What follows belongs to an exercise in optimizing a design on an open flow for small area; a production flow would make more cautious choices.
RTL that was checked went through simulation tests only; none was proved equivalent to the original.
Only the layout flow was run in run 4; the RTL was not checked for function there.

==> design/flow/run.sh <==
#!/bin/bash
# synth_recipe.tcl (not shown) runs the flow's synth.tcl, then flattens the netlist and writes it again
# the make line also repeats each setting of config.mk as NAME=value (left out here)
make -C /OpenROAD-flow-scripts/flow DESIGN_CONFIG=/design/flow/config.mk WORK_HOME=/design/flow/orfs CLKGATE_MAP_FILE= SYNTH_SCRIPT=/design/flow/synth_recipe.tcl finish
==> design/flow/config.mk <==
export PLATFORM = sky130hd
export DESIGN_NAME = qfb_if
export DESIGN_NICKNAME = qfb_if
export VERILOG_FILES = /design/flow/design.v
export SDC_FILE = /design/flow/constraint.sdc
export NUM_CORES = 8
export LEC_CHECK = 0
export ABC_AREA = 1
export CAP_MARGIN = 20
export CORE_MARGIN = 2
export CORE_UTILIZATION = 60
export CTS_BUF_LIST = sky130_fd_sc_hd__clkbuf_4
export CTS_CLUSTER_DIAMETER = 40
export CTS_CLUSTER_SIZE = 8
export PLACE_DENSITY = 0.7
export SLEW_MARGIN = 20
==> design/flow/constraint.sdc <==
create_clock -name core_clock -period 200.0 [get_ports {clk}]
set_input_delay 40.0000 -clock core_clock [delete_from_list [all_inputs] [get_ports {clk}]]
set_output_delay 40.0000 -clock core_clock [all_outputs]
set_load 0.01 [all_outputs]
==> design/flow/design.v <==
module qfb_if (
    input  wire        clk,
    input  wire        rst,         
    input  wire        a,
    input  wire        b,
    input  wire        z,
    input  wire        en,          
    input  wire        dirinv,      
    input  wire        zinv,        
    input  wire [1:0]  idxqual,     
    input  wire [9:0]  cwin,        
    input  wire [31:0] chg_hi,      
    input  wire [31:0] chg_lo,      
    input  wire [9:0]  zto,         
    input  wire [15:0] enc_cpr,     
    input  wire        wr,
    input  wire [2:0]  waddr,
    input  wire [31:0] wdata,
    input  wire        rearm,       
    output reg  [31:0] count,
    output reg  [31:0] idxcnt,
    output reg  [31:0] fbspeed,
    output reg  [15:0] idxdev,
    output reg  [15:0] hits,
    output reg  [15:0] merged,
    output reg  [15:0] phcnt,
    output wire [7:0]  fbstat,
    output reg  [31:0] cmp,
    output reg         arm,
    output reg  [1:0]  idxmode,
    output reg         cntmeth,
    output reg         rev,
    output wire        hit
);
    localparam [2:0] A_CMP = 3'd0, A_SPACING = 3'd1, A_CTRL = 3'd2, A_IDXMODE = 3'd3,
                     A_PRESET = 3'd4, A_FBSTAT = 3'd5, A_MERGED = 3'd6, A_PHCNT = 3'd7;
    reg  [4:0] stepc;         
    wire       step_end = (stepc == 5'd19);
    wire [4:0] stepc_inc;
    qfb_inc #(5) u_stepc (.a(stepc), .ci(1'b1), .s(stepc_inc), .co());
    always @(posedge clk) begin
        if (rst)
            stepc <= 5'd0;
        else
            stepc <= step_end ? 5'd0 : stepc_inc;
    end
    reg        a_s, b_s, z_s, en_s;
    reg        a_p, b_p, zact_p, en_d;
    always @(posedge clk) begin
        a_s  <= a;
        b_s  <= b;
        z_s  <= z;
        en_s <= ~rst & en;
        en_d <= en_s;
    end
    wire       first = en_s & ~en_d;
    wire       zact  = z_s ^ zinv;
    wire       a_ch  = a_s ^ a_p;
    wire       b_ch  = b_s ^ b_p;
    wire       live  = en_s & en_d;
    wire       d_step  = live & (a_ch ^ b_ch);
    wire       d_pherr = live & a_ch & b_ch;
    wire       d_up    = (a_ch ? (a_s ^ b_s) : ~(a_s ^ b_s)) ^ dirinv;
    reg        qual;
    always @(*) begin
        case (idxqual)
            2'd0: qual = 1'b1;
            2'd1: qual = a_s;
            2'd2: qual = b_s;
            default: qual = a_s & b_s;
        endcase
    end
    wire       d_idx = live & zact & ~zact_p & qual;
    always @(posedge clk) begin
        if (en_s) begin
            a_p    <= a_s;
            b_p    <= b_s;
            zact_p <= zact;
        end
    end
    reg        p1_step, p1_up, p1_pherr, p1_idx;
    reg        p2_step, p2_up, p2_pherr, p2_idx;
    always @(posedge clk) begin
        p1_up <= d_up;
        p2_up <= p1_up;
        if (rst) begin
            p1_step <= 1'b0; p1_pherr <= 1'b0; p1_idx <= 1'b0;
            p2_step <= 1'b0; p2_pherr <= 1'b0; p2_idx <= 1'b0;
        end else begin
            p1_step <= d_step; p1_pherr <= d_pherr; p1_idx <= d_idx;
            p2_step <= p1_step; p2_pherr <= p1_pherr; p2_idx <= p1_idx;
        end
    end
    wire [31:0] stepv = p2_step ? (p2_up ? 32'd1 : 32'hFFFFFFFF) : 32'd0;
    wire        st_dn = p2_step & ~p2_up;       
    wire        st_up = p2_step & p2_up;
    wire w_cmp     = wr & (waddr == A_CMP);
    wire w_spacing = wr & (waddr == A_SPACING);
    wire w_ctrl    = wr & (waddr == A_CTRL);
    wire w_idxmode = wr & (waddr == A_IDXMODE) & (wdata[1:0] != 2'd3);
    wire w_preset  = wr & (waddr == A_PRESET);
    wire w_fbstat  = wr & (waddr == A_FBSTAT);
    wire w_merged  = wr & (waddr == A_MERGED);
    wire w_phcnt   = wr & (waddr == A_PHCNT);
    reg  [31:0] spacing;
    reg         oneshot;
    reg  [7:0]  hitw;
    reg  [7:0]  hitu;            
    reg  [4:0]  hits20;          
    reg  [31:0] idxnet;          
    reg         idxrev;          
    reg         idxseen;         
    reg         lastdir_up;      
    reg         anystep;         
    wire        hit_on   = (hitu != 8'd0) | (hits20 != 5'd0);
    wire [31:0] base     = w_preset ? wdata : count;
    wire [31:0] newcount;
    qfb_add #(32) u_count (.a(base), .b({32{st_dn}}), .ci(st_up), .s(newcount), .co());
    wire        do_hit   = p2_step & arm & (spacing != 32'd0) & (newcount == cmp) & (p2_up == ~spacing[31]);
    wire        do_clear = p2_idx & (idxmode[0] ^ idxmode[1]);
    wire        reversal = p2_step & anystep & (p2_up != lastdir_up);
    wire [31:0] netnow;
    qfb_add #(32) u_idxnet (.a(idxnet), .b({32{st_dn}}), .ci(st_up), .s(netnow), .co());
    wire        dev_far  = (netnow[31:17] != {15{netnow[17]}});
    wire [18:0] dev_lo;
    qfb_add #(19) u_dev (.a({netnow[17], netnow[17:0]}), .b({3'b111, ~enc_cpr}), .ci(1'b1), .s(dev_lo), .co());
    wire        dev_hi_s = dev_far ? ~netnow[31] : (~dev_lo[18] & (dev_lo[17:15] != 3'd0));    
    wire        dev_lo_s = dev_far ?  netnow[31] : (dev_lo[18] & ((dev_lo[17:15] != 3'b111) | (dev_lo[14:0] == 15'd0)));   
    wire [15:0] devsat   = dev_hi_s ? 16'h7FFF : dev_lo_s ? 16'h8001 : dev_lo[15:0];
    wire        hitm     = do_hit & hit_on;
    wire [15:0] hits_inc, merged_inc, phcnt_inc;
    wire [31:0] cmp_add;
    wire [4:0]  hits20_dec;
    wire [7:0]  hitu_dec;
    qfb_inc #(16) u_hits   (.a(hits),   .ci(1'b1),              .s(hits_inc),   .co());
    qfb_inc #(16) u_merged (.a(merged), .ci(merged != 16'hFFFF), .s(merged_inc), .co());
    qfb_inc #(16) u_phcnt  (.a(phcnt),  .ci(phcnt != 16'hFFFF),  .s(phcnt_inc),  .co());
    qfb_add #(32) u_cmp    (.a(cmp), .b(spacing), .ci(1'b0), .s(cmp_add), .co());
    qfb_dec #(5)  u_hits20 (.a(hits20), .s(hits20_dec));
    qfb_dec #(8)  u_hitu   (.a(hitu),   .s(hitu_dec));
    always @(posedge clk) begin
        if (rst) begin
            count   <= 32'd0;
            idxcnt  <= 32'd0;
            idxdev  <= 16'd0;
            hits    <= 16'd0;
            merged  <= 16'd0;
            phcnt   <= 16'd0;
            cmp     <= 32'd0;
            spacing <= 32'd0;
            arm     <= 1'b0;
            oneshot <= 1'b0;
            hitw    <= 8'd0;
            idxmode <= 2'd0;
            hitu    <= 8'd0;
            hits20  <= 5'd0;
            idxseen <= 1'b0;
            anystep <= 1'b0;
            rev     <= 1'b0;
        end else begin
            count <= do_clear ? 32'd0 : newcount;
            if (p2_idx) begin
                idxcnt <= newcount;
                if (idxseen && !(idxrev || reversal) && enc_cpr != 16'd0)
                    idxdev <= devsat;
                idxseen <= 1'b1;
            end
            if (first)
                idxseen <= 1'b0;
            if (p2_step) begin
                anystep <= 1'b1;
                rev     <= ~p2_up;
            end
            if (first)
                anystep <= 1'b0;
            if (w_idxmode)
                idxmode <= wdata[1:0];
            else if (p2_idx && idxmode == 2'd2)
                idxmode <= 2'd0;
            if (do_hit)
                hits <= hits_inc;
            if (w_cmp)
                cmp <= wdata;
            else if (do_hit)
                cmp <= cmp_add;
            if (w_spacing)
                spacing <= wdata;
            if (w_ctrl) begin
                arm     <= wdata[0];
                oneshot <= wdata[1];
                hitw    <= wdata[15:8];
            end else if (rearm)
                arm <= 1'b1;
            else if (do_hit && oneshot)
                arm <= 1'b0;
            if (do_hit) begin
                hitu   <= (hitw == 8'd0) ? 8'd1 : hitw;
                hits20 <= 5'd0;
            end else if (hits20 != 5'd0)
                hits20 <= hits20_dec;
            else if (hitu != 8'd0) begin
                hitu   <= hitu_dec;
                hits20 <= 5'd19;
            end
            if (hitm)
                merged <= w_merged ? 16'd1 : merged_inc;
            else if (w_merged)
                merged <= 16'd0;
            if (p2_pherr)
                phcnt <= w_phcnt ? 16'd1 : phcnt_inc;
            else if (w_phcnt)
                phcnt <= 16'd0;
        end
    end
    always @(posedge clk) begin
        if (p2_idx) begin
            idxnet <= 32'd0;
            idxrev <= 1'b0;
        end else begin
            idxnet <= netnow;
            if (reversal)
                idxrev <= 1'b1;
        end
        if (p2_step)
            lastdir_up <= p2_up;
    end
    assign hit = hit_on;
    reg  [31:0] tsl, cl1, cl2, cl3, cl4;
    wire [31:0] tsl_inc, cl2_add, cl3_add, cl4_add;
    qfb_inc #(32) u_tsl (.a(tsl), .ci(1'b1), .s(tsl_inc), .co());
    qfb_add #(32) u_cl2 (.a(tsl), .b(cl1), .ci(1'b0), .s(cl2_add), .co());
    qfb_add #(32) u_cl3 (.a(tsl), .b(cl2), .ci(1'b0), .s(cl3_add), .co());
    qfb_add #(32) u_cl4 (.a(tsl), .b(cl3), .ci(1'b0), .s(cl4_add), .co());
    wire [31:0] tsl_n = d_step ? 32'd1 : tsl_inc;
    wire [31:0] cl1_n = d_step ? tsl : cl1;
    wire [31:0] cl2_n = d_step ? cl2_add : cl2;
    wire [31:0] cl3_n = d_step ? cl3_add : cl3;
    wire [31:0] cl4_n = d_step ? cl4_add : cl4;
    always @(posedge clk) begin
        tsl <= tsl_n;
        cl1 <= cl1_n;
        cl2 <= cl2_n;
        cl3 <= cl3_n;
        cl4 <= cl4_n;
    end
    reg [2:0]  nedge;             
    reg        sdir_up;           
    always @(posedge clk) begin
        if (rst) begin
            nedge <= 3'd0;
        end else if (first) begin
            nedge <= 3'd0;
        end else if (p2_step) begin
            sdir_up <= p2_up;
            if (nedge == 3'd0 || p2_up != sdir_up)
                nedge <= 3'd1;
            else if (nedge != 3'd5)
                nedge <= nedge + 3'd1;
        end
    end
    function [3:0] nupd(input [3:0] sn, input st, input up);
        begin
            if (!st)
                nupd = sn;
            else if (sn[2:0] == 3'd0 || up != sn[3])
                nupd = {up, 3'd1};
            else if (sn[2:0] == 3'd5)
                nupd = {up, 3'd5};
            else
                nupd = {up, sn[2:0] + 3'd1};
        end
    endfunction
    wire [3:0] pn1 = first ? {sdir_up, 3'd0} : nupd({sdir_up, nedge}, p2_step, p2_up);
    wire [3:0] pn2 = nupd(pn1, p1_step, p1_up);
    wire [3:0] pn3 = nupd(pn2, d_step, d_up);
    wire [1:0] kc  = (pn3[2:0] >= 3'd5) ? 2'd3 : (pn3[1:0] - 2'd2);    
    reg  [31:0] dt_t;
    always @(*) begin
        case (kc)
            2'd0: dt_t = cl1_n;
            2'd1: dt_t = cl2_n;
            2'd2: dt_t = cl3_n;
            default: dt_t = cl4_n;
        endcase
    end
    wire [33:0] ts3_t;                     
    wire        dt_ge;
    qfb_add #(33) u_ts3 (.a({1'b0, tsl_n}), .b({tsl_n, 1'b0}), .ci(1'b0), .s(ts3_t[32:0]), .co(ts3_t[33]));
    reg  [33:0] tk_t;                      
    always @(*) begin
        case (kc)
            2'd0: tk_t = {2'd0, tsl_n};
            2'd1: tk_t = {1'd0, tsl_n, 1'b0};
            2'd2: tk_t = ts3_t;
            default: tk_t = {tsl_n, 2'b0};
        endcase
    end
    qfb_ge #(34) u_sel (.a({2'd0, dt_t}), .b(tk_t), .ge(dt_ge));
    wire        sel_t = ~dt_ge;
    wire [31:0] pd_t  = sel_t ? tsl_n : dt_t;
    wire [1:0]  pk_t  = sel_t ? 2'd0 : kc;                    
    wire        pstart = (stepc == 5'd16);
    reg  [31:0] pd_r;
    reg  [32:0] pr_r;
    reg  [1:0]  pk_r;
    reg  [23:0] pq_r;
    reg         psat_r;
    wire [31:0] pd  = pstart ? pd_t : pd_r;
    wire [1:0]  pk  = pstart ? pk_t : pk_r;
    reg  [2:0]  pf;                  
    always @(*) begin
        case (pk)
            2'd0: pf = 3'd1;
            2'd1: pf = 3'd2;
            2'd2: pf = 3'd4;
            default: pf = 3'd5;
        endcase
    end
    wire        psat = pstart ? (pd_t[31:3] == 29'd0 && pd_t[2:0] <= pf) : psat_r;
    wire [32:0] pr   = pstart ? {30'd0, pf} : pr_r;
    reg  [33:0] pn;
    always @(*) begin
        case (pk)
            2'd0: pn = 34'h0BEBC2000;
            2'd1: pn = 34'h17D784000;
            2'd2: pn = 34'h23C346000;
            default: pn = 34'h2FAF08000;
        endcase
    end
    reg  [7:0]  pnb;
    always @(*) begin
        case (stepc[1:0])
            2'd0: pnb = pn[30:23];
            2'd1: pnb = pn[22:15];
            2'd2: pnb = pn[14:7];
            default: pnb = {pn[6:0], 1'b0};
        endcase
    end
    wire [32:0] prr [0:8];
    wire [7:0]  pqb;
    assign prr[0] = pr;
    genvar pi;
    generate for (pi = 0; pi < 8; pi = pi + 1) begin : prow
        qfb_drow #(32) u (.r(prr[pi]), .n(pnb[7 - pi]), .d(pd), .ro(prr[pi + 1]), .q(pqb[7 - pi]));
    end endgenerate
    wire [40:0] prow_o = {pqb, prr[8]};
    always @(posedge clk) begin
        pd_r   <= pd;
        pk_r   <= pk;
        psat_r <= psat;
        pr_r   <= prow_o[32:0];
        pq_r   <= {pq_r[15:0], prow_o[40:33]};
    end
    wire [31:0] pmag = psat ? 32'h7FFFFFFF : {1'b0, pq_r, prow_o[40:34]};
    reg  [31:0] tsx;
    reg  [1:0]  tso;
    always @(*) begin
        case ({p2_step, p1_step})
            2'b00: begin tsx = tsl; tso = 2'd2; end
            2'b01: begin tsx = cl1; tso = 2'd1; end
            2'b10: begin tsx = cl1; tso = 2'd0; end
            default: begin tsx = cl2; tso = 2'd1; end
        endcase
    end
    wire [9:0]  zeff   = (zto == 10'd0) ? 10'd100 : zto;
    wire [11:0] z3;
    wire [12:0] z5;
    wire [16:0] z35;
    wire [21:0] zto_u;
    wire        ts_ge;
    qfb_add #(11) u_z3  (.a({1'b0, zeff}), .b({zeff, 1'b0}), .ci(1'b0), .s(z3[10:0]), .co(z3[11]));
    qfb_add #(12) u_z5  (.a({2'b0, zeff}), .b({zeff, 2'b0}), .ci(1'b0), .s(z5[11:0]), .co(z5[12]));
    qfb_add #(16) u_z35 (.a({z3, 4'd0}), .b({3'd0, z5}), .ci(1'b0), .s(z35[15:0]), .co(z35[16]));
    qfb_add #(22) u_zu  (.a({z3, 10'd0}), .b({5'd0, z35}), .ci(1'b0), .s(zto_u), .co());
    qfb_ge  #(32) u_zge (.a(tsx), .b({4'd0, zto_u, 4'd0, tso}), .ge(ts_ge));
    wire        p_zto  = (tsx[31:2] == 30'd0 && tsx[1:0] < tso) | ts_ge;
    wire        p_zero = ~en_s | (nedge < 3'd2) | p_zto;
    reg  [10:0] wblk;
    reg  [10:0] wsub;
    wire [10:0] cwin_eff = (cwin == 10'd0) ? 11'd100 : {1'b0, cwin};
    wire        win_end  = en_s & (wsub == 11'd1999) & (wblk == cwin_eff);
    wire [10:0] wblk_inc, wsub_inc;
    qfb_inc #(11) u_wblk (.a(wblk), .ci(1'b1), .s(wblk_inc), .co());
    qfb_inc #(11) u_wsub (.a(wsub), .ci(1'b1), .s(wsub_inc), .co());
    reg         wn_s;
    reg  [32:0] wn_m;
    localparam [32:0] WN_MAXN = 33'h186A00000;    
    localparam [32:0] WN_MAXP = 33'h1869FF3CB;    
    wire        n1_up = p1_step & p1_up, n1_dn = p1_step & ~p1_up;
    wire        n0_up = d_step & d_up,   n0_dn = d_step & ~d_up;
    wire [1:0]  s2_u = {1'b0, n1_up} + {1'b0, n0_up};
    wire [1:0]  s2_d = {1'b0, n1_dn} + {1'b0, n0_dn};
    wire [1:0]  s3_u = s2_u + {1'b0, st_up};
    wire [1:0]  s3_d = s2_d + {1'b0, st_dn};
    wire [2:0]  s2_v = {1'b0, s2_u} - {1'b0, s2_d};
    wire [2:0]  s3_v = {1'b0, s3_u} - {1'b0, s3_d};
    wire [2:0]  sr_v = en_s ? s3_v : s2_v;
    wire [1:0]  sr_a = sr_v[2] ? (2'd0 - sr_v[1:0]) : sr_v[1:0];
    reg  [32:0] sr_m;
    always @(*) begin
        case (sr_a)
            2'd0: sr_m = 33'd0;
            2'd1: sr_m = 33'd3125;
            2'd2: sr_m = 33'd6250;
            default: sr_m = 33'd9375;
        endcase
    end
    wire        wn_zero = (wn_m == 33'd0);
    wire        wn_ismn = (wn_m == WN_MAXN);
    wire        wn_away = wn_zero | (n0_up & ~wn_s) | (n0_dn & wn_s);
    wire        wn_add  = wn_away & ~(n0_dn & wn_s & wn_ismn);
    wire        wn_sn   = (n0_up & ~wn_s & (wn_m == WN_MAXP)) ? 1'b1 :
                          (n0_dn & wn_s & wn_ismn) ? 1'b0 :
                          (wn_zero & d_step) ? n0_dn : wn_s;
    wire [32:0] wn_sum;
    qfb_add #(33) u_wn (.a(wn_m), .b({33{d_step}} & ({33{~wn_add}} ^ 33'd3125)),
                        .ci(d_step & ~wn_add), .s(wn_sum), .co());
    wire        wn_rs   = ~en_s | first | win_end;
    wire        wn_s_n  = wn_rs ? sr_v[2] : wn_sn;
    wire [32:0] wn_m_n  = wn_rs ? sr_m : wn_sum;
    always @(posedge clk) begin
        if (!en_s || first || win_end) begin
            wblk <= 11'd1;
            wsub <= 11'd0;
        end else if (wblk == 11'd1049 && wsub == 11'd1151) begin    
            wblk <= 11'd1;
            wsub <= 11'd0;
        end else if (wsub == 11'd1999) begin
            wblk <= wblk_inc;
            wsub <= 11'd0;
        end else
            wsub <= wsub_inc;
        wn_s <= wn_s_n;
        wn_m <= wn_m_n;
    end
    wire        cstart = (wsub == 11'd1996);
    wire [32:0] cy_t = wn_m_n;
    reg  [11:0] cr_r;
    reg  [23:0] cq_r;
    reg  [13:0] cy_r;
    reg         csat_r, cneg_r;
    wire        cy_ge;
    qfb_ge #(11) u_csat (.a(cy_t[32:22]), .b(wblk), .ge(cy_ge));
    wire        csat = cstart ? cy_ge : csat_r;
    wire        cneg = cstart ? wn_s_n : cneg_r;
    wire [11:0] cr   = cstart ? {1'b0, cy_t[32:22]} : cr_r;
    wire [7:0]  cnb  = cstart ? cy_t[21:14] : cy_r[13:6];
    wire [11:0] crr [0:8];
    wire [7:0]  cqb;
    assign crr[0] = cr;
    genvar ci;
    generate for (ci = 0; ci < 8; ci = ci + 1) begin : crow
        qfb_drow #(11) u (.r(crr[ci]), .n(cnb[7 - ci]), .d(wblk), .ro(crr[ci + 1]), .q(cqb[7 - ci]));
    end endgenerate
    wire [19:0] crow_o = {cqb, crr[8]};
    always @(posedge clk) begin
        csat_r <= csat;
        cneg_r <= cneg;
        cr_r   <= crow_o[11:0];
        cq_r   <= {cq_r[15:0], crow_o[19:12]};
        cy_r   <= cstart ? {cy_t[13:0]} : {cy_r[5:0], 8'd0};
    end
    wire [31:0] cmag = csat ? 32'h7FFFFFFF : {1'b0, cq_r, crow_o[19:13]};
    wire        fneg  = fbspeed[31];
    wire [31:0] fbx   = fbspeed ^ {32{fneg}};        
    wire        fbt   = (fbx[3:0] != 4'd0) | fneg;
    wire        hi_ge, lo_ge;
    qfb_ge #(33) u_hi (.a({chg_hi, 1'b0}), .b({4'd0, fbx[31:4], fbt}), .ge(hi_ge));
    qfb_ge #(32) u_lo (.a({4'd0, cmag[31:4]}), .b(chg_lo), .ge(lo_ge));
    wire        gt_hi = (chg_hi == 32'd0) ? ({4'd0, fbx[31:4], fbt} > {32'd1000000, 1'b0}) : ~hi_ge;
    wire        lt_lo = (chg_lo == 32'd0) ? ({4'd0, cmag[31:4]} < 32'd750000) : ~lo_ge;
    wire [31:0] smag = cntmeth ? cmag : pmag;
    wire        sneg = cntmeth ? cneg : ~sdir_up;
    wire [31:0] sneg_v;
    qfb_inc #(32) u_neg (.a(smag ^ {32{sneg}}), .ci(sneg), .s(sneg_v), .co());
    wire [31:0] sval = (~cntmeth & p_zero) ? 32'd0 : sneg_v;
    always @(posedge clk) begin
        if (rst || !en_s) begin
            fbspeed <= 32'd0;
            cntmeth <= 1'b0;
        end else if (!cntmeth) begin
            if (step_end)
                fbspeed <= sval;
            if (win_end && gt_hi)
                cntmeth <= 1'b1;
        end else if (win_end) begin
            fbspeed <= sval;
            if (lt_lo)
                cntmeth <= 1'b0;
        end
    end
    reg  [5:0] fst;     
    wire [5:0] st_set = {win_end & (cntmeth ? lt_lo : gt_hi),
                         hitm,
                         do_hit,
                         do_clear,
                         p2_idx,
                         p2_pherr};
    wire [5:0] st_clr = w_fbstat ? {wdata[6:2], wdata[0]} : 6'd0;
    always @(posedge clk) begin
        if (rst)
            fst <= 6'd0;
        else
            fst <= (fst & ~st_clr) | st_set;
    end
    assign fbstat = {1'b0, fst[5:1], 1'b0, fst[0]};
endmodule
module qfb_add #(parameter W = 32) (
    input  wire [W-1:0] a,
    input  wire [W-1:0] b,
    input  wire         ci,
    output wire [W-1:0] s,
    output wire         co
);
    wire [W:0] c;
    assign c[0] = ci;
    genvar i;
    generate for (i = 0; i < W; i = i + 1) begin : g
        assign s[i]   = a[i] ^ b[i] ^ c[i];
        assign c[i+1] = (a[i] & b[i]) | (a[i] & c[i]) | (b[i] & c[i]);
    end endgenerate
    assign co = c[W];
endmodule
module qfb_inc #(parameter W = 32) (         
    input  wire [W-1:0] a,
    input  wire         ci,
    output wire [W-1:0] s,
    output wire         co
);
    wire [W:0] c;
    assign c[0] = ci;
    genvar i;
    generate for (i = 0; i < W; i = i + 1) begin : g
        assign s[i]   = a[i] ^ c[i];
        assign c[i+1] = a[i] & c[i];
    end endgenerate
    assign co = c[W];
endmodule
module qfb_dec #(parameter W = 8) (          
    input  wire [W-1:0] a,
    output wire [W-1:0] s
);
    wire [W:0] c;
    assign c[0] = 1'b1;
    genvar i;
    generate for (i = 0; i < W; i = i + 1) begin : g
        assign s[i]   = a[i] ^ c[i];
        assign c[i+1] = ~a[i] & c[i];
    end endgenerate
endmodule
module qfb_ge #(parameter W = 32) (          
    input  wire [W-1:0] a,
    input  wire [W-1:0] b,
    output wire         ge
);
    wire [W:0] c;
    assign c[0] = 1'b1;
    genvar i;
    generate for (i = 0; i < W; i = i + 1) begin : g
        assign c[i+1] = (a[i] & ~b[i]) | (a[i] & c[i]) | (~b[i] & c[i]);
    end endgenerate
    assign ge = c[W];
endmodule
module qfb_drow #(parameter W = 32) (
    input  wire [W:0]   r,
    input  wire         n,
    input  wire [W-1:0] d,
    output wire [W:0]   ro,
    output wire         q
);
    wire s = r[W];
    qfb_add #(W + 1) u_as (.a({r[W-1:0], n}), .b({1'b0, d} ^ {(W + 1){~s}}), .ci(~s), .s(ro), .co());
    assign q = ~ro[W];
endmodule
==> results.ini, run 1 <==
[clocking]
cts_max_path_buffers = 3
cts_tree = done
ctsHoldBuffers = 0
clk_pin_slew_ps = 100
cts_setup_buffers = 0
htreeDepth = 3
cts-root-buf = clkbuf_4
clk_latency_ps = 990
ctsResizeCount = 0
numCtsBuffers = 118
clock_sinks = 678

[floorplan]
num_rows = 105
placeableCoreArea_sq_mm = 0.0824
die_h_um = 293
ios = 353
initial_core_util_pct = 60.7
die_w_um = 293
dieArea_sq_mm = 0.0857

[logic_synthesis]
synth_compound_area_share_pct = 10.6
ys_ff_latch = 678
dominantRegCellSynth = dfxtp_1
synth_area_leaders = dfxtp_1 (27%), fa_1 (24%), nand2_1 (8.6%)
ys_top_cells_by_count = nand2_1 (1,145), inv_1 (742), dfxtp_1 (673)
synth_top_family_by_area = adder cells
synth_async_sr_flop_share_pct = 0
synth_cell_type_count = 73
synth_top_cell_area_share_pct = 26.9
synth_fa_ha_area_share_pct = 29.3
seq_area_frac_synth_pct = 27.2
muxShareOfSynthArea_pct = 0
synth_xor_area_share_pct = 8.04
mappedNetlistArea_sq_mm = 0.0500
netlist_instances = 5868
synth.avg_cell_area_sq_um = 8.52
synth_most_common_cell = nand2_1
yosys_warnings = 1
synth-simple-area-share_pct = 16.4
synth_top_cell_by_area = dfxtp_1
synth_edf_count = 5

[timing]
relSlewSlack_pct = 30.5
worst_pin_slew_ps = 1040
slew_violations = 0
hold_violations = 0
timing.final.ws_setup_ps = 44000
period_share_pct = 78.0
fin_skew_ps = 65.0
fin_tns_setup_ps = 0
max_clock_freq_mhz = 6.41
setup_violations = 0
rsz0062_at_grt = no
period_needed_ps = 156000

[placement]
port_buffers = 350
globalplace.congestion = 0.936
place_inst = 7084
hpwl_um = 107000
pre_cts_slack_ps = 42120

[worst_setup_path]
critical_path_peak_fanout = 92
arrival_ps = 156840
setup.worst_path.start = dirinv
timing.rr.start = a_s
cp_common_cell = fa_1
crit_required_ps = 200840
start_kind = input port
endpoint_kind = register
slowest_stage = nand2_4
slowest_delay_ps = 860
path_class = in -> reg

[drt]
via_per_inst = 5.56
wl_per_cell_um = 18.8
drtIter0Drc = 2609
first_pass_iters = 6
drt.antenna.violating_nets = 0
vias = 40440
wl_um = 137000
route.detailed.drc = 0

[cells_and_area]
final_nets = 7087
reg_top3 = pr_r x33, wn_m x33
final_cells = 7279
drive_above_1_share_pct = 6.12
syn2layout_area_growth_pct = 11.6

[global_routing]
grt_pass1_wl_um = 221000
grt_start_max_net_pins = 100
grt_usage_pct = 32.5
grt_pass1_vias = 40273
grt_overflow = 0
antenna_found_initial = 12

[job]
maxCapViolCount = 0

[min_path]
min-delay-start = cq_r[15]
hold_path.class = reg -> reg

[outcome]
status = no timing/DRC/antenna violations

==> layout by cell type, fill, tap and decap left out, types with 71 or more instances in the layout <==
cell type and n:
nand2_1 1143, inv_1 740, dfxtp_1 671, fa_1 612, o21ai_0 400, xor2_1 385
nor2_1 368, clkdlybuf4s50_1 349, a21oi_1 255, ha_1 193, nand3_1 155, clkbuf_4 138
nand4_1 91, buf_4 71
==> final cells by class <==
cell class / count / area (sq um)
antenna: 2 / 5.00
inverter: 787 / 2960
timing repair buffer: 422 / 4050
fill: 6975 / 26600
sequential: 678 / 13600
clock buffer: 138 / 1040
multi-input combinational: 4128 / 32300
clock inverter: 54 / 493
tap: 1070 / 1340
==> worst max-delay path: cells and delay by family <==
family,cells,cell delay [ps]
AO/OA/AOI/OAI,7,1670
XOR/XNOR,20,5700
adder cells (fa/ha/maj),248,100890
buffers and inverters,33,3950
AND/OR/NAND/NOR,42,4530
==> layer usage <==
metal  up-vias  track usage [%]  share of wire, %
met5         -                0             0.083
met4        20             11.6               3.5
met3       280             5.89               6.8
met2      1293             54.4                48
met1     19585             42.4                41
li1      19262                -                 -
==> cells by family (layout without fill, tap and decap cells) <==
family | count (synthesis) | count (layout)
AO/OA/AOI/OAI | 927 | 927
AND/OR/NAND/NOR | 1934 | 1934
flip-flops | 678 | 678
adder cells (fa/ha/maj) | 806 | 806
buffers and inverters | 1063 | 1401
XOR/XNOR | 459 | 459
other | 1 | 4
==> stage by stage <==
| stage | instance area, sq um | util [%] | hold WS [ps] |
|---|---|---|---|
| 3_5_place_dp | 54300 | 65.9 | 337 |
| 6_report | 55800 | 67.8 | 342 |
| 3_3_place_gp | 54300 | 65.9 | 335 |
| 5_1_grt | 55800 | 67.8 | 359 |
| 2_1_floorplan | 50000 | - | 323 |
| 4_1_cts | 55800 | 67.7 | 343 |
==> path summary, 6_finish.rpt <==
path,endpoint,slack [ps],depth (start not counted)
min reg2reg,cq_r[23],340,0
max reg2reg,pq_r[0],73740,349
min,cq_r[23],340,0
max,pq_r[0],44000,350
==> inputs of run 2 (changes only) <==
==> design/flow/config.mk (replaced) <==
export PLATFORM = sky130hd
export DESIGN_NAME = qfb_if
export DESIGN_NICKNAME = qfb_if
export VERILOG_FILES = /design/flow/design.v
export SDC_FILE = /design/flow/constraint.sdc
export NUM_CORES = 8
export LEC_CHECK = 0
export CAP_MARGIN = 20
export CORE_MARGIN = 2
export CORE_UTILIZATION = 40
export SLEW_MARGIN = 20
==> run 2 against run 1 <==
  * Global-route usage fell by 9.1 points
  * Critical endpoint is now pr_r[32]
  * Routed wire length is 12% higher
  * Final area rose by 6.3%
  * Highest routed layer unchanged
  * Register-to-register slack is essentially flat
  * Largest cell class unchanged
  * First-iteration DRC count is 15% higher
  * Flip-flop and latch count unchanged
  * Still clean on timing, DRC and antenna
==> results.ini, run 2 <==
[worst_setup_path]
path_class = in -> reg
slowest_delay_ps = 720
endpoint_kind = register
start_kind = input port
cp_top_family = adder cells
path_buf_inv = 34
slowest_stage = a21o_1
critical_path_peak_fanout = 36
arrival_ps = 155110
setup.worst_path.start = dirinv
timing.rr.start = a_p
crit_required_ps = 200550
cp_common_cell = fa_1
rrSetupSlack_ps = 73740

[timing]
setup_violations = 0
fin_tns_setup_ps = 0
hold_violations = 0
fin_skew_ps = 45.8
max_clock_freq_mhz = 6.47
worst_pin_slew_ps = 1080
relSlewSlack_pct = 28.1
period_needed_ps = 154560
rsz0062_at_grt = no
period_share_pct = 77.3
slew_violations = 0

[logic_synthesis]
synth_top_cell_by_area = dfxtp_1
synth_async_sr_flop_share_pct = 0
synth.avg_cell_area_sq_um = 9.59
dominantRegCellSynth = dfxtp_1
seq_area_frac_synth_pct = 26.5
mappedNetlistArea_sq_mm = 0.0514
ys_ff_latch = 678
yosys_warnings = 1
synth_top_cell_area_share_pct = 26.2
synth_edf_count = 5
ys_top_cells_by_count = dfxtp_1 (673), fa_1 (612), inv_1 (533)
netlist_instances = 5358
synth_most_common_cell = dfxtp_1
synth_cell_type_count = 108
synth_area_leaders = dfxtp_1 (26%), fa_1 (24%), xnor2_1 (5.5%)

[job]
maxCapViolCount = 0

[placement]
globalplace.congestion = 0.939
hpwl_um = 120000
port_buffers = 350

[global_routing]
grt_pass1_wl_um = 240000
antenna_found_initial = 7
grt_pass1_vias = 40091
grt_overflow = 0
met2_usage_pct = 40.5
grt_usage_pct = 23.4
met1_usage_pct = 30.1
grt_busiest_layer = met2
grtUsageMet3_pct = 3.08
grt_start_max_net_pins = 83

[clocking]
ctsHoldBuffers = 0
cts-root-buf = clkbuf_16
htreeDepth = 3
clk_pin_slew_ps = 60
cts_max_path_buffers = 3
cts_tree = done
clock_sinks = 678
ctsResizeCount = 0
clk_latency_ps = 700
numCtsBuffers = 83
cts_setup_buffers = 0

[floorplan]
placeableCoreArea_sq_mm = 0.128
die_w_um = 362
dieArea_sq_mm = 0.131
num_rows = 131
die_h_um = 362
initial_core_util_pct = 40.3
ios = 353

[min_path]
min-delay-start = pq_r[9]
hold_path.class = reg -> reg

[cells_and_area]
reg_top3 = pr_r x33, wn_m x33
drive_above_1_share_pct = 6.12
final_nets = 6540
multi_input_area_sq_mm = 0.0347
utilization_pct = 46.5
syn2layout_area_growth_pct = 15.5
final_cell_mix = dfxtp_1 (671), fa_1 (612), inv_1 (532)
nFillCells = 12086
regArea_sq_mm = 0.0136
layout_commonest_cell = dfxtp_1

[drt]
vias = 39464
wl_per_cell_um = 20.9
drt.antenna.violating_nets = 0
first_pass_iters = 6
drtIter0Drc = 3001
wl_um = 153000
route.detailed.drc = 0
via_per_inst = 5.39

[outcome]
status = no timing/DRC/antenna violations

==> run 2: cell count changes after synthesis, moves of 90 or more <==
cell / delta
o21ai_0: -202
nand3_1: -117
mux2i_1: +158
inv_1: -209
a211oi_1: +90
xnor2_1: +252
nor2_1: +99
nand2_1: -733
xor2_1: -246
==> run 2: layer usage <==
layer | up-vias | part of all wire (%) | routed length [um]
met5 | - | 0.0046 | 7
met1 | 19659 | 42 | 65000
met4 | 2 | 3.3 | 5070
li1 | 18521 | - | -
met2 | 1045 | 50 | 75900
met3 | 237 | 4.8 | 7330
==> run 2: path summary, 6_finish.rpt <==
| check | end | cells past startpoint |
|---|---|---|
| max | pr_r[32] | 321 |
| max reg2reg | pr_r[32] | 352 |
| min | pq_r[17] | 0 |
| min reg2reg | pq_r[17] | 0 |
==> run 2: cells by family after synthesis <==
kind of cell	Yosys count	share of synthesized area [%]
AOI/OAI and AO/OA	1010	13.6
adders and majority gates	813	28.7
and+or+nand+nor	1341	11.9
other	1	0.00730
xor gates and xnor gates	477	8.33
DFF	678	26.5
muxes	210	4.66
buffers and inverters	828	6.30
==> run 2: final cells by class <==
| type | count | share of cell area (%) |
|---|---|---|
| clock buffers | 117 | 3.97 |
| well taps | 1662 | 3.50 |
| clock inverters | 34 | 0.761 |
| repair buffers | 431 | 6.93 |
| diodes | 6 | 0.0253 |
| flip-flops and latches | 678 | 23.0 |
| multi-input cells | 3853 | 58.4 |
| inverters | 541 | 3.43 |
==> run 2: worst register-to-register path, delay by kind of cell (launching register included) <==
family / cells / cell delay [ps]
compound gates: 9 / 2080
buf+inv: 35 / 6220
fa+ha+maj: 277 / 110910
xor+xnor: 21 / 4540
flops: 1 / 410
mux: 4 / 850
simple gates: 6 / 1180
==> run 2: per-stage QoR <==
| stage | cells | instance area, sq um | hold WS, ps | setup WS, ps |
|---|---|---|---|---|
| floorplan | 5359 | 51400 | 331 | 48460 |
| global placement | 7165 | 56500 | 344 | 46580 |
| detailed placement | 7165 | 56500 | 342 | 43440 |
| CTS | 7316 | 59300 | 354 | 44920 |
| global route | 7318 | 59300 | 363 | 39920 |
| finish | 7322 | 59400 | 356 | 45440 |
==> inputs of run 3 (changes only) <==
--- a/design/flow/config.mk
+++ b/design/flow/config.mk
@@ -5,7 +5,12 @@
 export SDC_FILE = /design/flow/constraint.sdc
 export NUM_CORES = 8
 export LEC_CHECK = 0
+export ABC_AREA = 1
 export CAP_MARGIN = 20
 export CORE_MARGIN = 2
-export CORE_UTILIZATION = 40
+export CORE_UTILIZATION = 60
+export CTS_BUF_LIST = sky130_fd_sc_hd__clkbuf_8
+export CTS_CLUSTER_DIAMETER = 50
+export CTS_CLUSTER_SIZE = 12
+export PLACE_DENSITY = 0.7
 export SLEW_MARGIN = 20
==> run 3 against run 2 <==
  * Setup slack worse by 1700 ps
  * Core utilization rose by 22 points
  * Via count increased by 1.8%
  * Critical path type unchanged
==> results.ini, run 3 <==
[timing]
slew_violations = 0
max_clock_freq_mhz = 6.40
relSlewSlack_pct = 30.0
period_needed_ps = 156230
hold_violations = 0
period_share_pct = 78.1
rsz0062_at_grt = no
holdWs_ps = 341
fin_tns_setup_ps = 0
setup_violations = 0
worst_pin_slew_ps = 1050
fin_skew_ps = 56.5

[floorplan]
placeableCoreArea_sq_mm = 0.0824
die_w_um = 293
initial_core_util_pct = 60.7
die_h_um = 293
dieArea_sq_mm = 0.0857
ios = 353
num_rows = 105

[cells_and_area]
drive_above_1_share_pct = 5.60
utilization_pct = 68.2
final_cell_mix = nand2_1 (1,143), inv_1 (748), dfxtp_1 (671)
reg_top3 = pr_r x33, wn_m x33
final_area_sq_mm = 0.0562
syn2layout_area_growth_pct = 12.4
final_cells = 7239
layout_commonest_cell = nand2_1
final_nets = 7056

[global_routing]
grt_overflow = 0
grt_start_max_net_pins = 100
grt_pass1_vias = 39960
grt_pass1_wl_um = 221000
grt_usage_pct = 32.5
antenna_found_initial = 10

[drt]
drt.antenna.violating_nets = 0
vias = 40172
route.detailed.drc = 0
first_pass_iters = 6
drtIter0Drc = 2777
wl_per_cell_um = 18.9
wl_um = 137000
via_per_inst = 5.55

[worst_setup_path]
path_class = in -> reg
crit_required_ps = 200610
cp_common_cell = fa_1
slowest_delay_ps = 850
start_kind = input port
critical_path_peak_fanout = 92
setup.worst_path.start = dirinv
arrival_ps = 156830
endpoint_kind = register
slowest_stage = nand2_4
timing.rr.start = a_s

[logic_synthesis]
synth_top_cell_by_area = dfxtp_1
dominantRegCellSynth = dfxtp_1
ys_ff_latch = 678
ys_top_cells_by_count = nand2_1 (1,145), inv_1 (742), dfxtp_1 (673)
synth_edf_count = 5
synth_area_leaders = dfxtp_1 (27%), fa_1 (24%), nand2_1 (8.6%)
synth_cell_type_count = 73
yosys_warnings = 1
netlist_instances = 5868
seq_area_frac_synth_pct = 27.2
synth.avg_cell_area_sq_um = 8.52
synth_most_common_cell = nand2_1
mappedNetlistArea_sq_mm = 0.0500
synth_async_sr_flop_share_pct = 0
synth_top_cell_area_share_pct = 26.9

[clocking]
ctsResizeCount = 0
cts_max_path_buffers = 3
cts_setup_buffers = 0
cts-root-buf = clkbuf_8
clock_sinks = 678
htreeDepth = 3
clk_latency_ps = 750
clk_pin_slew_ps = 80
cts_tree = done
ctsHoldBuffers = 0
numCtsBuffers = 87

[placement]
place_area_sq_mm = 0.0543
port_buffers = 350
place_inst = 7084
hpwl_um = 107000
globalplace.congestion = 0.936

[outcome]
status = no timing/DRC/antenna violations

[min_path]
hold_path.class = reg -> reg
min-delay-start = pq_r[1]

[job]
maxCapViolCount = 0

-- run 3: changes by cell type in the layout (fill, tap and decap cells not counted), sizes merged, moves of 75 or more --
cell    delta
inv      +255
o21ai    +232
nor2      -93
mux2i    -174
a211oi    -94
and2      -75
xnor2    -262
nand3    +120
nand2    +755
xor2     +244
-- run 3: metal layers --
metal	share of wire (%)	vias to the layer above	track usage, %
li1	-	19140	-
met1	41	19501	42.8
met2	48	1249	54.5
met3	6.5	266	5.49
met4	3.6	16	11.0
met5	0.061	-	0
-- run 3: logic make-up (layout without fill, tap and decap cells) --
group | count (synthesis) | count (layout) | share of synthesized area, %
buffers and inverters | 1063 | 1360 | 8.41
other | 1 | 5 | 0.00750
DFF | 678 | 678 | 27.2
AOI/OAI and AO/OA | 927 | 927 | 10.6
adders and majority gates | 806 | 806 | 29.3
xor gates and xnor gates | 459 | 459 | 8.04
and+or+nand+nor | 1934 | 1934 | 16.4
-- run 3: per-stage QoR --
| step | setup WS (ps) |
|---|---|
| final | 43770 |
| after floorplan | 49550 |
| after detailed placement | 42120 |
| after CTS | 43250 |
| after global placement | 44540 |
| after global routing | 38300 |
-- run 3: final timing paths --
check / cells past startpoint / to / slack (ps)
setup reg to reg: 349 / pq_r[0] / 73780
hold reg to reg: 0 / pq_r[9] / 340
hold / removal: 0 / pq_r[9] / 340
setup / recovery: 350 / pq_r[0] / 43770
-- run 3: cell type report --
type | count | area, sq um
Antenna cell | 3 | 7.51
Clock buffer | 96 | 1320
Clock inverter | 55 | 602
Fill cell | 6937 | 26200
Inverter | 787 | 2960
Multi-Input combinational cell | 4128 | 32300
Sequential cell | 678 | 13600
Tap cell | 1070 | 1340
Timing Repair Buffer | 422 | 4050
-- run 3: worst max-delay path: cells and delay by family --
kind	cells	cell delay, ps
compound gates	7	1670
xor+xnor	20	5710
fa+ha+maj	248	100880
buf+inv	33	3980
simple gates	42	4530
==> inputs of run 4 (changes only) <==
--- a/design/flow/design.v
+++ b/design/flow/design.v
@@ -300,8 +300,7 @@
     wire [31:0] pd_t  = sel_t ? tsl_n : dt_t;
     wire [1:0]  pk_t  = sel_t ? 2'd0 : kc;                    
     wire        pstart = (stepc == 5'd16);
-    reg  [31:0] pd_r;
-    reg  [32:0] pr_r;
+    reg  [31:0] pd_r, pr_r;
     reg  [1:0]  pk_r;
     reg  [23:0] pq_r;
     reg         psat_r;
@@ -317,7 +316,7 @@
         endcase
     end
     wire        psat = pstart ? (pd_t[31:3] == 29'd0 && pd_t[2:0] <= pf) : psat_r;
-    wire [32:0] pr   = pstart ? {30'd0, pf} : pr_r;
+    wire [31:0] pr   = pstart ? {29'd0, pf} : pr_r;
     reg  [33:0] pn;
     always @(*) begin
         case (pk)
@@ -336,22 +335,22 @@
             default: pnb = {pn[6:0], 1'b0};
         endcase
     end
-    wire [32:0] prr [0:8];
+    wire [31:0] prr [0:8];
     wire [7:0]  pqb;
     assign prr[0] = pr;
     genvar pi;
     generate for (pi = 0; pi < 8; pi = pi + 1) begin : prow
         qfb_drow #(32) u (.r(prr[pi]), .n(pnb[7 - pi]), .d(pd), .ro(prr[pi + 1]), .q(pqb[7 - pi]));
     end endgenerate
-    wire [40:0] prow_o = {pqb, prr[8]};
+    wire [39:0] prow_o = {pqb, prr[8]};
     always @(posedge clk) begin
         pd_r   <= pd;
         pk_r   <= pk;
         psat_r <= psat;
-        pr_r   <= prow_o[32:0];
-        pq_r   <= {pq_r[15:0], prow_o[40:33]};
+        pr_r   <= prow_o[31:0];
+        pq_r   <= {pq_r[15:0], prow_o[39:32]};
     end
-    wire [31:0] pmag = psat ? 32'h7FFFFFFF : {1'b0, pq_r, prow_o[40:34]};
+    wire [31:0] pmag = psat ? 32'h7FFFFFFF : {1'b0, pq_r, prow_o[39:33]};
     reg  [31:0] tsx;
     reg  [1:0]  tso;
     always @(*) begin
@@ -377,47 +376,14 @@
     wire        p_zero = ~en_s | (nedge < 3'd2) | p_zto;
     reg  [10:0] wblk;
     reg  [10:0] wsub;
+    reg  [21:0] wnet;
     wire [10:0] cwin_eff = (cwin == 10'd0) ? 11'd100 : {1'b0, cwin};
     wire        win_end  = en_s & (wsub == 11'd1999) & (wblk == cwin_eff);
     wire [10:0] wblk_inc, wsub_inc;
+    wire [21:0] wnet_add;
     qfb_inc #(11) u_wblk (.a(wblk), .ci(1'b1), .s(wblk_inc), .co());
     qfb_inc #(11) u_wsub (.a(wsub), .ci(1'b1), .s(wsub_inc), .co());
-    reg         wn_s;
-    reg  [32:0] wn_m;
-    localparam [32:0] WN_MAXN = 33'h186A00000;    
-    localparam [32:0] WN_MAXP = 33'h1869FF3CB;    
-    wire        n1_up = p1_step & p1_up, n1_dn = p1_step & ~p1_up;
-    wire        n0_up = d_step & d_up,   n0_dn = d_step & ~d_up;
-    wire [1:0]  s2_u = {1'b0, n1_up} + {1'b0, n0_up};
-    wire [1:0]  s2_d = {1'b0, n1_dn} + {1'b0, n0_dn};
-    wire [1:0]  s3_u = s2_u + {1'b0, st_up};
-    wire [1:0]  s3_d = s2_d + {1'b0, st_dn};
-    wire [2:0]  s2_v = {1'b0, s2_u} - {1'b0, s2_d};
-    wire [2:0]  s3_v = {1'b0, s3_u} - {1'b0, s3_d};
-    wire [2:0]  sr_v = en_s ? s3_v : s2_v;
-    wire [1:0]  sr_a = sr_v[2] ? (2'd0 - sr_v[1:0]) : sr_v[1:0];
-    reg  [32:0] sr_m;
-    always @(*) begin
-        case (sr_a)
-            2'd0: sr_m = 33'd0;
-            2'd1: sr_m = 33'd3125;
-            2'd2: sr_m = 33'd6250;
-            default: sr_m = 33'd9375;
-        endcase
-    end
-    wire        wn_zero = (wn_m == 33'd0);
-    wire        wn_ismn = (wn_m == WN_MAXN);
-    wire        wn_away = wn_zero | (n0_up & ~wn_s) | (n0_dn & wn_s);
-    wire        wn_add  = wn_away & ~(n0_dn & wn_s & wn_ismn);
-    wire        wn_sn   = (n0_up & ~wn_s & (wn_m == WN_MAXP)) ? 1'b1 :
-                          (n0_dn & wn_s & wn_ismn) ? 1'b0 :
-                          (wn_zero & d_step) ? n0_dn : wn_s;
-    wire [32:0] wn_sum;
-    qfb_add #(33) u_wn (.a(wn_m), .b({33{d_step}} & ({33{~wn_add}} ^ 33'd3125)),
-                        .ci(d_step & ~wn_add), .s(wn_sum), .co());
-    wire        wn_rs   = ~en_s | first | win_end;
-    wire        wn_s_n  = wn_rs ? sr_v[2] : wn_sn;
-    wire [32:0] wn_m_n  = wn_rs ? sr_m : wn_sum;
+    qfb_add #(22) u_wnet (.a(wnet), .b({22{st_dn}}), .ci(st_up), .s(wnet_add), .co());
     always @(posedge clk) begin
         if (!en_s || first || win_end) begin
             wblk <= 11'd1;
@@ -430,37 +396,54 @@
             wsub <= 11'd0;
         end else
             wsub <= wsub_inc;
-        wn_s <= wn_s_n;
-        wn_m <= wn_m_n;
+        if (!en_s)
+            wnet <= 22'd0;
+        else if (first || win_end)
+            wnet <= stepv[21:0];
+        else
+            wnet <= wnet_add;
     end
     wire        cstart = (wsub == 11'd1996);
-    wire [32:0] cy_t = wn_m_n;
-    reg  [11:0] cr_r;
+    wire [1:0]  sc_u   = {1'b0, st_up} + {1'b0, p1_step & p1_up} + {1'b0, d_step & d_up};
+    wire [1:0]  sc_d   = {1'b0, st_dn} + {1'b0, p1_step & ~p1_up} + {1'b0, d_step & ~d_up};
+    wire [2:0]  sc     = {1'b0, sc_u} - {1'b0, sc_d};
+    wire [21:0] wnet_t, wabs_t;
+    qfb_add #(22) u_wnt (.a(wnet), .b({{19{sc[2]}}, sc}), .ci(1'b0), .s(wnet_t), .co());
+    qfb_inc #(22) u_wab (.a(wnet_t ^ {22{wnet_t[21]}}), .ci(wnet_t[21]), .s(wabs_t), .co());
+    wire [23:0] w3;
+    wire [24:0] w5;
+    wire [28:0] w35;
+    wire [32:0] cy_t;
+    qfb_add #(23) u_w3  (.a({1'b0, wabs_t}), .b({wabs_t, 1'b0}), .ci(1'b0), .s(w3[22:0]), .co(w3[23]));
+    qfb_add #(24) u_w5  (.a({2'b0, wabs_t}), .b({wabs_t, 2'b0}), .ci(1'b0), .s(w5[23:0]), .co(w5[24]));
+    qfb_add #(28) u_w35 (.a({w3, 4'd0}), .b({3'd0, w5}), .ci(1'b0), .s(w35[27:0]), .co(w35[28]));
+    qfb_add #(33) u_cy  (.a({w3[22:0], 10'd0}), .b({4'd0, w35}), .ci(1'b0), .s(cy_t), .co());
+    reg  [10:0] cr_r;
     reg  [23:0] cq_r;
     reg  [13:0] cy_r;
     reg         csat_r, cneg_r;
     wire        cy_ge;
     qfb_ge #(11) u_csat (.a(cy_t[32:22]), .b(wblk), .ge(cy_ge));
     wire        csat = cstart ? cy_ge : csat_r;
-    wire        cneg = cstart ? wn_s_n : cneg_r;
-    wire [11:0] cr   = cstart ? {1'b0, cy_t[32:22]} : cr_r;
+    wire        cneg = cstart ? wnet_t[21] : cneg_r;
+    wire [10:0] cr   = cstart ? cy_t[32:22] : cr_r;
     wire [7:0]  cnb  = cstart ? cy_t[21:14] : cy_r[13:6];
-    wire [11:0] crr [0:8];
+    wire [10:0] crr [0:8];
     wire [7:0]  cqb;
     assign crr[0] = cr;
     genvar ci;
     generate for (ci = 0; ci < 8; ci = ci + 1) begin : crow
         qfb_drow #(11) u (.r(crr[ci]), .n(cnb[7 - ci]), .d(wblk), .ro(crr[ci + 1]), .q(cqb[7 - ci]));
     end endgenerate
-    wire [19:0] crow_o = {cqb, crr[8]};
+    wire [18:0] crow_o = {cqb, crr[8]};
     always @(posedge clk) begin
         csat_r <= csat;
         cneg_r <= cneg;
-        cr_r   <= crow_o[11:0];
-        cq_r   <= {cq_r[15:0], crow_o[19:12]};
+        cr_r   <= crow_o[10:0];
+        cq_r   <= {cq_r[15:0], crow_o[18:11]};
         cy_r   <= cstart ? {cy_t[13:0]} : {cy_r[5:0], 8'd0};
     end
-    wire [31:0] cmag = csat ? 32'h7FFFFFFF : {1'b0, cq_r, crow_o[19:13]};
+    wire [31:0] cmag = csat ? 32'h7FFFFFFF : {1'b0, cq_r, crow_o[18:12]};
     wire        fneg  = fbspeed[31];
     wire [31:0] fbx   = fbspeed ^ {32{fneg}};        
     wire        fbt   = (fbx[3:0] != 4'd0) | fneg;
@@ -562,13 +545,15 @@
     assign ge = c[W];
 endmodule
 module qfb_drow #(parameter W = 32) (
-    input  wire [W:0]   r,
+    input  wire [W-1:0] r,
     input  wire         n,
     input  wire [W-1:0] d,
-    output wire [W:0]   ro,
+    output wire [W-1:0] ro,
     output wire         q
 );
-    wire s = r[W];
-    qfb_add #(W + 1) u_as (.a({r[W-1:0], n}), .b({1'b0, d} ^ {(W + 1){~s}}), .ci(~s), .s(ro), .co());
-    assign q = ~ro[W];
+    wire [W:0] t;
+    wire       co;
+    qfb_add #(W + 1) u_sub (.a({r, n}), .b({1'b1, ~d}), .ci(1'b1), .s(t), .co(co));
+    assign q  = co;
+    assign ro = q ? t[W-1:0] : {r[W-2:0], n};
 endmodule
==> design/flow/config.mk (replaced) <==
export PLATFORM = sky130hd
export DESIGN_NAME = qfb_if
export DESIGN_NICKNAME = qfb_if
export VERILOG_FILES = /design/flow/design.v
export SDC_FILE = /design/flow/constraint.sdc
export NUM_CORES = 8
export LEC_CHECK = 0
export CAP_MARGIN = 20
export CORE_MARGIN = 2
export CORE_UTILIZATION = 40
export SLEW_MARGIN = 20
==> run 4 against run 3 <==
  * Still clean
  * Setup slack gained 1600 ps
  * Non-clock buffer count grew 18
  * Sequential share of layout area shrank 2.3 points
  * Worst hold slack lost 4.4 ps
  * Final area grew 8.4%
  * First-iteration DRC count grew 2.7%
  * Maximum frequency grew 1.0%
  * Flip-flop and latch count shrank 14
==> results.ini, run 4 <==
[logic_synthesis]
synth_fa_ha_area_share_pct = 32.6
yosys_warnings = 1
ys_top_cells_by_count = nand2_1 (761), fa_1 (695), dfxtp_1 (659)
synth_area_leaders = fa_1 (26%), dfxtp_1 (25%), ha_1 (5.8%)
synth_compound_area_share_pct = 13.5
synth_top_cell_by_area = fa_1
synth_edf_count = 5
mappedNetlistArea_sq_mm = 0.0527
synth-simple-area-share_pct = 13.6
synth.avg_cell_area_sq_um = 9.56
netlist_instances = 5517
synth_async_sr_flop_share_pct = 0
synth_most_common_cell = nand2_1
synth_cell_type_count = 115
synth_top_family_by_area = adder cells
synth_xor_area_share_pct = 2.46
ys_ff_latch = 664
synth_top_cell_area_share_pct = 26.4
muxShareOfSynthArea_pct = 6.95
seq_area_frac_synth_pct = 25.3
dominantRegCellSynth = dfxtp_1

[drt]
first_pass_iters = 7
route.detailed.drc = 0
drt.antenna.violating_nets = 0
wl_per_cell_um = 19.9
wl_um = 151000
via_per_inst = 5.39
drtIter0Drc = 2852
vias = 40922

[cells_and_area]
syn2layout_area_growth_pct = 15.5
multi_input_area_sq_mm = 0.0366
utilization_pct = 46.5
final_cell_mix = nand2_1 (760), fa_1 (695), dfxtp_1 (658)
drive_above_1_share_pct = 7.85
final_nets = 6855
nFillCells = 12660
regArea_sq_mm = 0.0133
final_area_sq_mm = 0.0609
layout_commonest_cell = nand2_1

[worst_setup_path]
critical_path_peak_fanout = 47
r2r-end = pr_r[3]
arrival_ps = 155170
start_kind = input port
slowest_delay_ps = 730
crit_end = pr_r[3]
cp_top_family = adder cells
cp_common_cell = fa_1
setup.worst_path.start = dirinv
endpoint_kind = register
path_depth = 323
slowest_stage = or4_1
path_class = in -> reg
crit_required_ps = 200530
rrSetupSlack_ps = 73890
timing.rr.start = b_s
path_buf_inv = 38
reg2reg_depth = 354

[clocking]
cts_setup_buffers = 0
clock_sinks = 664
ctsHoldBuffers = 0
cts-root-buf = clkbuf_16
clk_latency_ps = 690
numCtsBuffers = 81
ctsResizeCount = 0
cts_max_path_buffers = 3
cts_tree = done
htreeDepth = 3
clk_pin_slew_ps = 60

[placement]
hpwl_um = 119000
port_buffers = 350
pre_cts_slack_ps = 44350
place_area_sq_mm = 0.0581
globalplace.congestion = 0.942

[global_routing]
grt_pass1_wl_um = 241000
grt_start_max_net_pins = 107
grt_usage_pct = 22.4
grt_overflow = 0
antenna_found_initial = 6
grt_pass1_vias = 41976

[timing]
timing.final.ws_setup_ps = 45360
worst_pin_slew_ps = 1080
relSlewSlack_pct = 27.8
hold_violations = 0
period_share_pct = 77.3
fin_skew_ps = 54.3
fin_tns_setup_ps = 0
setup_violations = 0
max_clock_freq_mhz = 6.47
period_needed_ps = 154640
rsz0062_at_grt = no
slew_violations = 0
holdWs_ps = 337

[floorplan]
dieArea_sq_mm = 0.135
initial_core_util_pct = 40.2
placeableCoreArea_sq_mm = 0.131
die_h_um = 367
num_rows = 133
die_w_um = 367
ios = 353

[job]
maxCapViolCount = 0

[outcome]
status = no timing/DRC/antenna violations

[min_path]
holdPathStages = 0
hold_path.class = reg -> reg

==> run 4: cell count changes after synthesis, moves of 67 or more <==
cell      delta
nand2_1    -384
xor2_1     -359
inv_1      -269
o21ai_0    -221
mux2i_1    +194
mux2_2     +120
nand3_1    -104
fa_1        +83
nor2_1      +76
a211oi_1    +67
==> run 4: final cells by class <==
| type | instances | share of cell area, % |
|---|---|---|
| sequential | 664 | 21.9 |
| antenna | 4 | 0.0164 |
| timing repair buffer | 440 | 6.86 |
| clock inverter | 34 | 0.856 |
| inverter | 480 | 2.96 |
| clock buffer | 112 | 3.75 |
| tap | 1755 | 3.60 |
| multi-input combinational | 4102 | 60.0 |
==> run 4: worst min path at each step <==
stage	start	to	slack (ps)
floorplan	pq_r[2]	pq_r[10]	350
global placement	pq_r[8]	pq_r[16]	350
detailed placement	pq_r[4]	pq_r[12]	360
CTS	pq_r[2]	pq_r[10]	330
global route	pq_r[2]	pq_r[10]	330
finish	pq_r[2]	pq_r[10]	340
==> run 4: through the flow <==
stage / cells
2_1_floorplan: 5518
3_3_place_gp: 7441
3_5_place_dp: 7441
4_1_cts: 7587
5_1_grt: 7591
6_report: 7591
==> run 4: kinds of logic (layout without fill, tap and decap cells) <==
family | Yosys count | count (layout)
DFF | 664 | 664
AOI/OAI and AO/OA | 1016 | 1016
buffers and inverters | 752 | 1066
xor gates and xnor gates | 145 | 145
muxes | 347 | 347
adders and majority gates | 959 | 959
other | 1 | 6
and+or+nand+nor | 1633 | 1633
==> run 4: worst reg2reg max path, delay by kind of cell (launching register included) <==
family                     cells  cell delay [ps]
buffers and inverters         37             5020
xor gates and xnor gates       2              910
and+or+nand+nor               14             2210
muxes                          2              760
DFF                            1              360
AOI/OAI and AO/OA             20             4560
adders and majority gates    279           112090
==> run 4: per-layer routing <==
metal | vias to the layer above | share of wire (%) | global-route usage [%]
li1 | 19290 | - | -
met2 | 1019 | 50 | 39.0
met1 | 20358 | 43 | 29.1
met5 | - | 0 | 0
met3 | 255 | 4.3 | 2.55
met4 | 0 | 3.2 | 7.13

==> static timing again, ports no longer ideal <==
No port has a modelled driver above. Below, the same layouts with a new extraction and two added sets of constraints.
Step 1: set_driving_cell puts a clkbuf_16 on clk and a buf_2 on each other input, an assumption about the parent block.
Step 2 also shifts input and output timing later by t, the mid clock arrival at the registers, as if the neighbouring blocks saw the same clock.
Slacks: ideal / step 1 / step 2; pairs: ideal / step 1.
| run | t (ns) | slack for setup (ns) | hold slack, ns | worst register clock-pin slew, ns | worst data-port slew with drivers (ns) |
|---|---|---|---|---|---|
| run 1 | 1.015 | 43.997 / 44.009 / 42.994 | 0.342 / 0.342 / 0.342 | 0.11 / 0.11 | 0.17 |
| run 2 | 0.761 | 45.439 / 45.450 / 44.689 | 0.356 / 0.356 / 0.356 | 0.07 / 0.07 | 0.10 |
| run 3 | 0.789 | 43.770 / 43.789 / 42.999 | 0.341 / 0.341 / 0.341 | 0.09 / 0.09 | 0.18 |
| run 4 | 0.735 | 45.359 / 45.407 / 44.672 | 0.337 / 0.337 / 0.337 | 0.06 / 0.06 | 0.12 |
After both steps setup and hold are still met in every run listed. The setup slack of run 1, which loses most, moves by +0.012 ns with the drivers and by -1.003 ns with both steps.
